This is an optimization exercise on Yosys and OpenROAD, whose aim is small area, a short achievable clock period and few clock cycles per item, not a production implementation.
Only simulation tests tie the RTL to the original design; equivalence was not proved.
Power is estimated from default activity; no workload was simulated.

## config.mk

```make
export PLATFORM = sky130hd
export DESIGN_NAME = cle_loop
export DESIGN_NICKNAME = cle_loop
export VERILOG_FILES = /design/flow/design.v
export SDC_FILE = /design/flow/constraint.sdc
export NUM_CORES = 8
export LEC_CHECK = 0
export CAP_MARGIN = 20
export CORE_MARGIN = 2
export CORE_UTILIZATION = 30
export SLEW_MARGIN = 20
```

## constraint.sdc

```tcl
create_clock -name core_clock -period 30.0 [get_ports {clk}]
set_input_delay 6.0000 -clock core_clock [delete_from_list [all_inputs] [get_ports {clk}]]
set_output_delay 6.0000 -clock core_clock [all_outputs]
set_load 0.01 [all_outputs]
```

## design.v

```verilog
module cle_loop (
    input  wire        clk,
    input  wire        rst,          
    input  wire        cfg_we,
    input  wire [6:0]  cfg_addr,
    input  wire [31:0] cfg_wdata,
    input  wire        ev_start,
    input  wire [31:0] ev_y,
    input  wire        ev_y_valid,
    output wire        ready,
    output reg         res_valid,
    output reg  [31:0] res_u,
    output reg  [31:0] res_rw,
    output reg         res_clamped,
    output reg         res_input_bad,
    output reg         res_ramping,
    output reg         res_int,
    output reg         res_limit
);
    localparam signed [39:0] SMAX = 40'sh7F_FFFF_FFFF;    
    localparam signed [39:0] SMIN = -40'sh7F_FFFF_FFFF;   
    function automatic signed [39:0] sat40(input signed [55:0] v);
        if (v > $signed({{16{1'b0}}, SMAX}))
            sat40 = SMAX;
        else if (v < $signed({{16{1'b1}}, SMIN}))
            sat40 = SMIN;
        else
            sat40 = v[39:0];
    endfunction
    function automatic signed [39:0] rnd_prod(input signed [71:0] p);
        reg signed [71:0] r;
        begin
            r = (p + 72'sd536870912) >>> 30;
            rnd_prod = sat40(r[55:0]);
        end
    endfunction
    function automatic signed [31:0] clamp32(input signed [31:0] v,
                                             input signed [31:0] lo,
                                             input signed [31:0] hi);
        if (v < lo)
            clamp32 = lo;
        else if (v > hi)
            clamp32 = hi;
        else
            clamp32 = v;
    endfunction
    reg signed [31:0] coef [0:39];     
    reg        [3:0]  sh   [0:7];
    reg        [3:0]  nsec;
    reg               soft_en, invert;
    reg signed [31:0] out_min, out_max;
    reg        [31:0] slew, ramp;
    reg        [15:0] lim_n;
    reg signed [31:0] setpoint;
    reg               mode_auto;
    reg signed [31:0] man_m;
    reg signed [39:0] s1 [0:7];
    reg signed [39:0] s2 [0:7];
    reg signed [31:0] u_prev;
    reg signed [31:0] rw;
    reg               soft_pending;
    reg        [15:0] lim_cnt;
    reg               lim_armed;
    localparam [2:0] S_IDLE = 3'd0, S_PREP = 3'd1, S_B0 = 3'd2, S_B1 = 3'd3,
                     S_B2 = 3'd4, S_A1 = 3'd5, S_A2 = 3'd6, S_FIN = 3'd7;
    reg        [2:0]  state;
    reg        [2:0]  sec;
    reg signed [31:0] y;
    reg               y_ok;
    reg signed [39:0] x;         
    reg signed [39:0] pre;
    reg signed [39:0] t1, t2;
    reg signed [39:0] s1_new;    
    reg signed [39:0] s1_old;    
    assign ready = (state == S_IDLE);
    wire       last    = (sec == nsec - 4'd1);
    wire [5:0] cbase   = {3'b000, sec} * 6'd5;
    wire [5:0] lbase   = (nsec - 4'd1) * 6'd5;
    wire       is_int  = (nsec != 4'd0) &&
                         (coef[lbase + 3] == 32'hC000_0000) &&
                         (coef[lbase + 4] == 32'd0) &&
                         (coef[lbase + 2] == 32'd0);
    reg  signed [31:0] mul_c;
    reg  signed [39:0] mul_v;
    always @(*) begin
        case (state)
            S_B0:    begin mul_c = coef[cbase + 0]; mul_v = x;   end
            S_B1:    begin mul_c = coef[cbase + 1]; mul_v = x;   end
            S_B2:    begin mul_c = coef[cbase + 2]; mul_v = x;   end
            S_A1:    begin mul_c = coef[cbase + 3]; mul_v = pre; end
            default: begin mul_c = coef[cbase + 4]; mul_v = pre; end
        endcase
    end
    wire signed [71:0] prod  = mul_c * mul_v;
    wire signed [39:0] prodr = rnd_prod(prod);
    wire signed [31:0] m_c     = clamp32(man_m, out_min, out_max);
    wire signed [39:0] m_wide  = {m_c, 8'd0};
    wire signed [39:0] m_shift = m_wide >>> sh[sec];
    wire signed [39:0] s1_trk  = sat40({{16{m_shift[39]}}, m_shift} - {{16{prodr[39]}}, prodr});
    wire signed [32:0] r_diff  = {setpoint[31], setpoint} - {rw[31], rw};
    wire signed [32:0] ramp_s  = {1'b0, ramp};
    reg  signed [31:0] rw_next;
    always @(*) begin
        if (!mode_auto || (soft_en && soft_pending))
            rw_next = y;                  
        else if (ramp == 32'd0)
            rw_next = setpoint;
        else if (r_diff > ramp_s)
            rw_next = rw + ramp;
        else if (r_diff < -ramp_s)
            rw_next = rw - ramp;
        else
            rw_next = setpoint;
    end
    wire signed [32:0] err = invert ? ({y[31], y} - {rw_next[31], rw_next})
                                    : ({rw_next[31], rw_next} - {y[31], y});
    wire signed [39:0] x0  = sat40({{15{err[32]}}, err, 8'd0});
    wire signed [31:0] u_raw = x[39:8];
    wire signed [31:0] u_c   = clamp32(u_raw, out_min, out_max);
    wire signed [33:0] up_w  = {{2{u_prev[31]}}, u_prev};
    wire signed [33:0] sl_w  = {2'b00, slew};
    wire signed [33:0] uc_w  = {{2{u_c[31]}}, u_c};
    wire signed [33:0] slo   = up_w - sl_w;
    wire signed [33:0] shi   = up_w + sl_w;
    reg  signed [31:0] u_auto;
    always @(*) begin
        if (slew == 32'd0)
            u_auto = u_c;
        else if (uc_w < slo)
            u_auto = slo[31:0];
        else if (uc_w > shi)
            u_auto = shi[31:0];
        else
            u_auto = u_c;
    end
    wire signed [31:0] u_new   = mode_auto ? u_auto : m_c;
    wire               clamped = (u_new != u_raw);
    integer i;
    always @(posedge clk) begin
        if (rst) begin
            for (i = 0; i < 40; i = i + 1)
                coef[i] <= 32'd0;
            for (i = 0; i < 8; i = i + 1) begin
                sh[i] <= 4'd0;
                s1[i] <= 40'd0;
                s2[i] <= 40'd0;
            end
            nsec          <= 4'd0;
            soft_en          <= 1'b0;
            invert        <= 1'b0;
            out_min       <= 32'd0;
            out_max       <= 32'd0;
            slew          <= 32'd0;
            ramp          <= 32'd0;
            lim_n         <= 16'd0;
            setpoint      <= 32'd0;
            mode_auto     <= 1'b0;
            man_m         <= 32'd0;
            u_prev        <= 32'd0;
            rw            <= 32'd0;
            soft_pending  <= 1'b1;
            lim_cnt       <= 16'd0;
            lim_armed     <= 1'b1;
            state         <= S_IDLE;
            sec           <= 3'd0;
            y             <= 32'd0;
            y_ok          <= 1'b0;
            x             <= 40'd0;
            pre           <= 40'd0;
            t1            <= 40'd0;
            t2            <= 40'd0;
            s1_new        <= 40'd0;
            s1_old        <= 40'd0;
            res_valid     <= 1'b0;
            res_u         <= 32'd0;
            res_rw        <= 32'd0;
            res_clamped   <= 1'b0;
            res_input_bad <= 1'b0;
            res_ramping   <= 1'b0;
            res_int       <= 1'b0;
            res_limit     <= 1'b0;
        end else begin
            res_valid <= 1'b0;
            case (state)
                S_IDLE: begin
                    if (cfg_we) begin
                        if (cfg_addr[6] == 1'b0) begin
                            if (cfg_addr[2:0] < 3'd5)
                                coef[cfg_addr[5:3] * 5 + cfg_addr[2:0]] <= cfg_wdata;
                            else if (cfg_addr[2:0] == 3'd5)
                                sh[cfg_addr[5:3]] <= cfg_wdata[3:0];
                        end else begin
                            case (cfg_addr[5:0])
                                6'h00: nsec     <= cfg_wdata[3:0];
                                6'h01: begin
                                    soft_en   <= cfg_wdata[0];
                                    invert <= cfg_wdata[1];
                                end
                                6'h02: out_min  <= cfg_wdata;
                                6'h03: out_max  <= cfg_wdata;
                                6'h04: slew     <= cfg_wdata;
                                6'h05: ramp     <= cfg_wdata;
                                6'h06: lim_n    <= cfg_wdata[15:0];
                                6'h07: setpoint <= cfg_wdata;
                                6'h08: begin
                                    mode_auto <= cfg_wdata[0];
                                    if (!cfg_wdata[0])
                                        soft_pending <= 1'b1;
                                end
                                6'h09: man_m    <= cfg_wdata;
                                6'h0A: begin
                                    for (i = 0; i < 8; i = i + 1) begin
                                        s1[i] <= 40'd0;
                                        s2[i] <= 40'd0;
                                    end
                                    u_prev       <= 32'd0;
                                    rw           <= 32'd0;
                                    soft_pending <= 1'b1;
                                    lim_cnt      <= 16'd0;
                                    lim_armed    <= 1'b1;
                                end
                                default: ;
                            endcase
                        end
                    end else if (ev_start) begin
                        y     <= ev_y;
                        y_ok  <= ev_y_valid;
                        state <= S_PREP;
                    end
                end
                S_PREP: begin
                    if (!y_ok) begin
                        res_valid     <= 1'b1;
                        res_u         <= u_prev;
                        res_rw        <= rw;
                        res_clamped   <= 1'b0;
                        res_input_bad <= 1'b1;
                        res_ramping   <= (rw != setpoint);
                        res_int       <= is_int;
                        res_limit     <= 1'b0;
                        state         <= S_IDLE;
                    end else begin
                        rw  <= rw_next;
                        if (mode_auto)
                            soft_pending <= 1'b0;
                        x   <= x0;
                        sec <= 3'd0;
                        state <= (nsec == 4'd0) ? S_FIN : S_B0;
                    end
                end
                S_B0: begin
                    if (!mode_auto && last && is_int) begin
                        s1_old <= s1_trk;
                        pre    <= sat40({{16{prodr[39]}}, prodr} + {{16{s1_trk[39]}}, s1_trk});
                    end else begin
                        s1_old <= s1[sec];
                        pre    <= sat40({{16{prodr[39]}}, prodr} + {{16{s1[sec][39]}}, s1[sec]});
                    end
                    state <= S_B1;
                end
                S_B1: begin
                    t1    <= prodr;
                    state <= S_B2;
                end
                S_B2: begin
                    t2    <= prodr;
                    state <= S_A1;
                end
                S_A1: begin
                    s1_new <= sat40({{16{t1[39]}}, t1} - {{16{prodr[39]}}, prodr});
                    state  <= S_A2;
                end
                S_A2: begin
                    s1[sec] <= sat40({{16{s1_new[39]}}, s1_new} + {{16{s2[sec][39]}}, s2[sec]});
                    s2[sec] <= sat40({{16{t2[39]}}, t2} - {{16{prodr[39]}}, prodr});
                    x       <= sat40({{16{pre[39]}}, pre} <<< sh[sec]);
                    if (last) begin
                        s1_new <= sat40({{16{s1_new[39]}}, s1_new} + {{16{s2[sec][39]}}, s2[sec]});
                        state  <= S_FIN;
                    end else begin
                        sec   <= sec + 3'd1;
                        state <= S_B0;
                    end
                end
                S_FIN: begin
                    if (mode_auto && is_int &&
                        (((u_new < u_raw) && (s1_new > s1_old)) ||
                         ((u_new > u_raw) && (s1_new < s1_old))))
                        s1[nsec - 4'd1] <= s1_old;
                    u_prev <= u_new;
                    res_limit <= 1'b0;
                    if (clamped) begin
                        if (lim_cnt != 16'hFFFF)
                            lim_cnt <= lim_cnt + 16'd1;
                        if (lim_n != 16'd0 && lim_armed && (lim_cnt + 16'd1 == lim_n)) begin
                            res_limit <= 1'b1;
                            lim_armed <= 1'b0;
                        end
                    end else begin
                        lim_cnt   <= 16'd0;
                        lim_armed <= 1'b1;
                    end
                    res_valid     <= 1'b1;
                    res_u         <= u_new;
                    res_rw        <= rw;
                    res_clamped   <= clamped;
                    res_input_bad <= 1'b0;
                    res_ramping   <= (rw != setpoint);
                    res_int       <= is_int;
                    state         <= S_IDLE;
                end
                default: state <= S_IDLE;
            endcase
        end
    end
endmodule
```

## run.sh

```bash
#!/bin/bash
# synth_recipe.tcl (not shown) runs the flow's synth.tcl, then flattens the netlist and writes it again
# the make line also repeats each setting of config.mk as NAME=value (left out here)
make -C /OpenROAD-flow-scripts/flow DESIGN_CONFIG=/design/flow/config.mk WORK_HOME=/design/flow/orfs CLKGATE_MAP_FILE= SYNTH_SCRIPT=/design/flow/synth_recipe.tcl finish
```

==> flow_summary_export.csv <==
group,metric,value,unit
run_status,status,"finished clean",
setup_path,critPathCapture,"pre[11]$_SDFFE_PP0P_",
power_and_ir_drop,power.total,0.0138,W
finish,seq_area,94700,sq um
finish,drive_gt1_share,18.2,%
sta,setup_viol,0,
global_route,grt_max_degree,177,
setup_path,crit_required,30840,ps
setup_path,crit_type,"reg2reg",
finish,fillers,98726,
finish,area_delta_synth_final,12.1,%
clock_tree,post_cts_buffers,0,
sta,post-route-period-util,94.5,%
yosys,async_reset_ff_share,0,%
detailed_routing,routed_wl,1780000,microns
yosys,syn_inst,28062,
setup_path,cp.arrival,29200,ps
power_and_ir_drop,p_leak,118,nW
detailed_routing,met2_wirelength,715000,microns
setup_path,reg2reg_from,"sec[0]$_SDFFE_PP0P_",
setup_path,slowest_delay,1330,ps
sta,min_period,28350,ps
clock_tree,clock_latency,1170,ps
placed_design,placedCellCount,40261,
floorplanning,core-area,988000,sq um
clock_tree,clk_path_buf_depth,4,
finish,multiInputGateArea,190000,sq um
setup_path,endpoint_kind,"register",
power_and_ir_drop,p_sw_share,33.9,%
floorplanning,die_w,999,microns
sta,timing.fmax,0.0353,GHz
setup_path,cpMostUsedCell,"fa_1",
detailed_routing,num_vias,270737,
yosys,synth_ff_type,"edfxtp_1",
setup_path,r2r_cells,94,
yosys,synth_top_cell_by_area,"edfxtp_1",
placed_design,port_buffers,146,
finish,nets,29892,
detailed_routing,post-route-drc-count,0,
flow_run,max-cap-violations,0,
clock_tree,cts_hold_buf,0,
placed_design,gp_congestion,1.10,
global_route,grt_use_total,34.3,%
setup_path,crit_slowest_cell,"a311oi_1",
setup_path,rr_endpoint,"pre[11]$_SDFFE_PP0P_",
finish,final_cell_mix,"nand2_1 (3,184), edfxtp_1 (2,720), mux4_2 (2,686), a21oi_1 (1,909), inv_1 (1,844)",
sta,tns,0,ps
yosys,synth_area_leaders,"edfxtp_1 (27%), mux4_2 (20%), fa_1 (9.0%)",
sta,holdWs,455,ps
sta,grt_setup_unrepaired,"false",
yosys,syn-num-nets,30488,
sta,worstMarginPinSlew,1450,ps
finish,stdcell_count,41389,
hold_path,hp-class,"reg2reg",
detailed_routing,drtIter0Drc,46690,
power_and_ir_drop,combPwrFrac,22.4,%
global_route,grt_pass1_vias,250699,
yosys,yosysUniqueCellTypes,104,
sta,hold_viol,0,
floorplanning,die-area,999000,sq um
sta,fin_ws,1650,ps
detailed_routing,wl_per_cell,42.9,microns
yosys,synth-seq-area-share,31.8,%
yosys,netlist_area,297000,sq um
setup_path,reg2reg_slack,1650,ps
yosys,yosys_warnings,1,
yosys,ys_ff_latch,3369,
sta,slew_violations,0,
detailed_routing,viasPerCell,6.54,
clock_tree,cts_made_buffers,412,
power_and_ir_drop,p_switching,0.00469,W
setup_path,crit_fanout,32,
clock_tree,clk_pin_slew,70,ps
clock_tree,ctsResizeCount,0,
global_route,gr-total-overflow,0,
detailed_routing,top_layer_used,"met5",
detailed_routing,wl_met1,683000,microns
floorplanning,initial_utilization,30.1,%
yosys,synth_top_area_share,27.5,%
power_and_ir_drop,p_int,0.00913,W
placed_design,pre_cts_ws,2730,ps
power_and_ir_drop,powerDensity,41.4,nW/um^2
detailed_routing,ant_nets,0,
setup_path,critical_path.startpoint,"sec[0]$_SDFFE_PP0P_",
yosys,synth_edf_count,2720,
placed_design,hpwl,1330000,microns
setup_path,cp-start-kind,"register",
sta,slew-limit-headroom,3.33,%
floorplanning,top_level_ports,147,
power_and_ir_drop,clkPwrFrac,39.1,%
clock_tree,clockRootBuffer,"clkbuf_16",
floorplanning,die_h,999,microns
finish,final_common_cell,"nand2_1",
global_route,grt_pass1_wl,2350000,microns
global_route,antenna_found_initial,344,
floorplanning,num_rows,365,
detailed_routing,wl_met3,262000,microns
clock_tree,cts_sinks,3369,
clock_tree,htree_levels,5,
detailed_routing,firstDrtPassIters,9,
power_and_ir_drop,ir_worst_vdd,0.0532,mV
power_and_ir_drop,seqPwrFrac,38.5,%
sta,fin_worst_skew,227,ps
clock_tree,cts_tree,"built",
yosys,syn_area_per_cell,10.6,sq um
## cells in the mapped netlist, types with 72 or more instances
library cell and instances:
a211oi_1 290, a21o_1 337, a21oi_1 1941, a311oi_1 257, a31oi_1 226, and2_1 1550, and3_1 224, buf_1 386
clkbuf_1 1745, dfxtp_1 649, edfxtp_1 2720, fa_1 1338, ha_1 1012, inv_1 1846, mux2_2 125, mux2i_1 417
mux4_2 2686, nand2_1 3208, nand2b_1 181, nand3_1 509, nand4_1 227, nor2_1 1810, nor2b_1 145, nor3_1 894
nor4_1 502, o21a_1 83, o21ai_0 763, o21bai_1 110, o22ai_1 75, o31ai_1 72, or2_2 110, or3_1 104
or4_1 116, xnor2_1 341, xor2_1 153
## metal layers
metal / track usage [%] / vias to the layer above
met1: 44.8 / 140380
met5: 1.35 / -
met4: 18.0 / 130
li1: - / 103410
met2: 47.6 / 22491
met3: 15.1 / 4326
## critical path: cells and delay by family (launching register included)
family	cells	cell delay, ps
compound gates	42	10740
xor+xnor	3	990
fa+ha+maj	13	5900
buf+inv	11	2240
flops	1	660
simple gates	25	7440
## worst min-delay path by stage
stage	startpoint	endpoint	slack, ps	cells past startpoint
after floorplan	s1_old[29]$_SDFFE_PP0P_	s1_old[29]$_SDFFE_PP0P_	430	2
after global placement	res_rw[25]$_SDFFE_PP0P_	res_rw[25]$_SDFFE_PP0P_	450	2
after detailed placement	res_rw[27]$_SDFFE_PP0P_	res_rw[27]$_SDFFE_PP0P_	450	2
after CTS	res_rw[27]$_SDFFE_PP0P_	res_rw[27]$_SDFFE_PP0P_	460	2
after global routing	res_rw[23]$_SDFFE_PP0P_	res_rw[23]$_SDFFE_PP0P_	480	2
final	res_rw[27]$_SDFFE_PP0P_	res_rw[27]$_SDFFE_PP0P_	450	2
## power groups by stage
stage / Combinational, W / Clock [W] / Sequential (W)
2_1_floorplan: 0.00162 / 0 / 0.00531
3_3_place_gp: 0.00300 / 0 / 0.00540
3_5_place_dp: 0.00298 / 0 / 0.00541
4_1_cts: 0.00299 / 0.00541 / 0.00531
5_1_grt: 0.00321 / 0.00557 / 0.00532
6_report: 0.00309 / 0.00540 / 0.00533
## cells by family (layout without fill, tap and decap cells)
| group | count (synthesis) | in the layout | share of synthesized area [%] |
|---|---|---|---|
| AOI/OAI and AO/OA | 4851 | 4851 | 10.2 |
| xor gates and xnor gates | 495 | 495 | 1.46 |
| adders and majority gates | 2380 | 2380 | 13.4 |
| buffers and inverters | 4030 | 3787 | 5.14 |
| DFF | 3369 | 3369 | 31.8 |
| muxes | 3231 | 3231 | 22.2 |
| other | 0 | 358 | 0 |
| and+or+nand+nor | 9706 | 9706 | 15.8 |
## flip-flops by register name, summed over array words and instances, names as in the netlist, 40 cells and up, named ones only
register	cells
pre	40
s1_new	40
t2	40
s1_old	40
x	40
s1	320
coef	2048
t1	40
s2	320
## area by class of cell
cell class                 count  share of cell area, %
timing repair buffer        1166                   3.05
tap                        13212                   4.96
clock inverter               290                   1.00
antenna                      358                  0.269
multi-input combinational  20663                   57.0
sequential                  3369                   28.4
clock buffer                 477                   3.21
inverter                    1854                   2.09
## per-stage QoR
step	area, sq um	utilization, %
2_1_floorplan	297000	-
3_3_place_gp	318000	32.2
3_5_place_dp	318000	32.2
4_1_cts	332000	33.6
5_1_grt	333000	33.7
6_report	333000	33.8
Testbench counts, summed over its fixed seeds: cycles 56,915, evals 2,304.

==> port drivers added, routing unchanged <==
No port has a modelled driver above. Below, the same layout with a new extraction and two added sets of constraints.
Step 1, drivers: a clkbuf_16 drives clk and a buf_2 each remaining input, both assumed.
Step 2, shift: input delay + t, output delay - t, t = (earliest + latest rising clock arrival at the registers) / 2. This alone moves slack from input paths to output paths.
Three values: ideal, step 1, step 2; two values: the first two.
t, ns: 1.227
slack for setup (ns): 1.648 / 1.648 / 1.648
hold WS [ns]: 0.455 / 0.455 / 0.455
worst setup path after step 2: register to register
cell pins on the clock port's net: 1
After both steps this run still meets setup and hold. For this run, drivers alone change the setup slack by 0.000 ns; drivers and shift together by 0.000 ns.
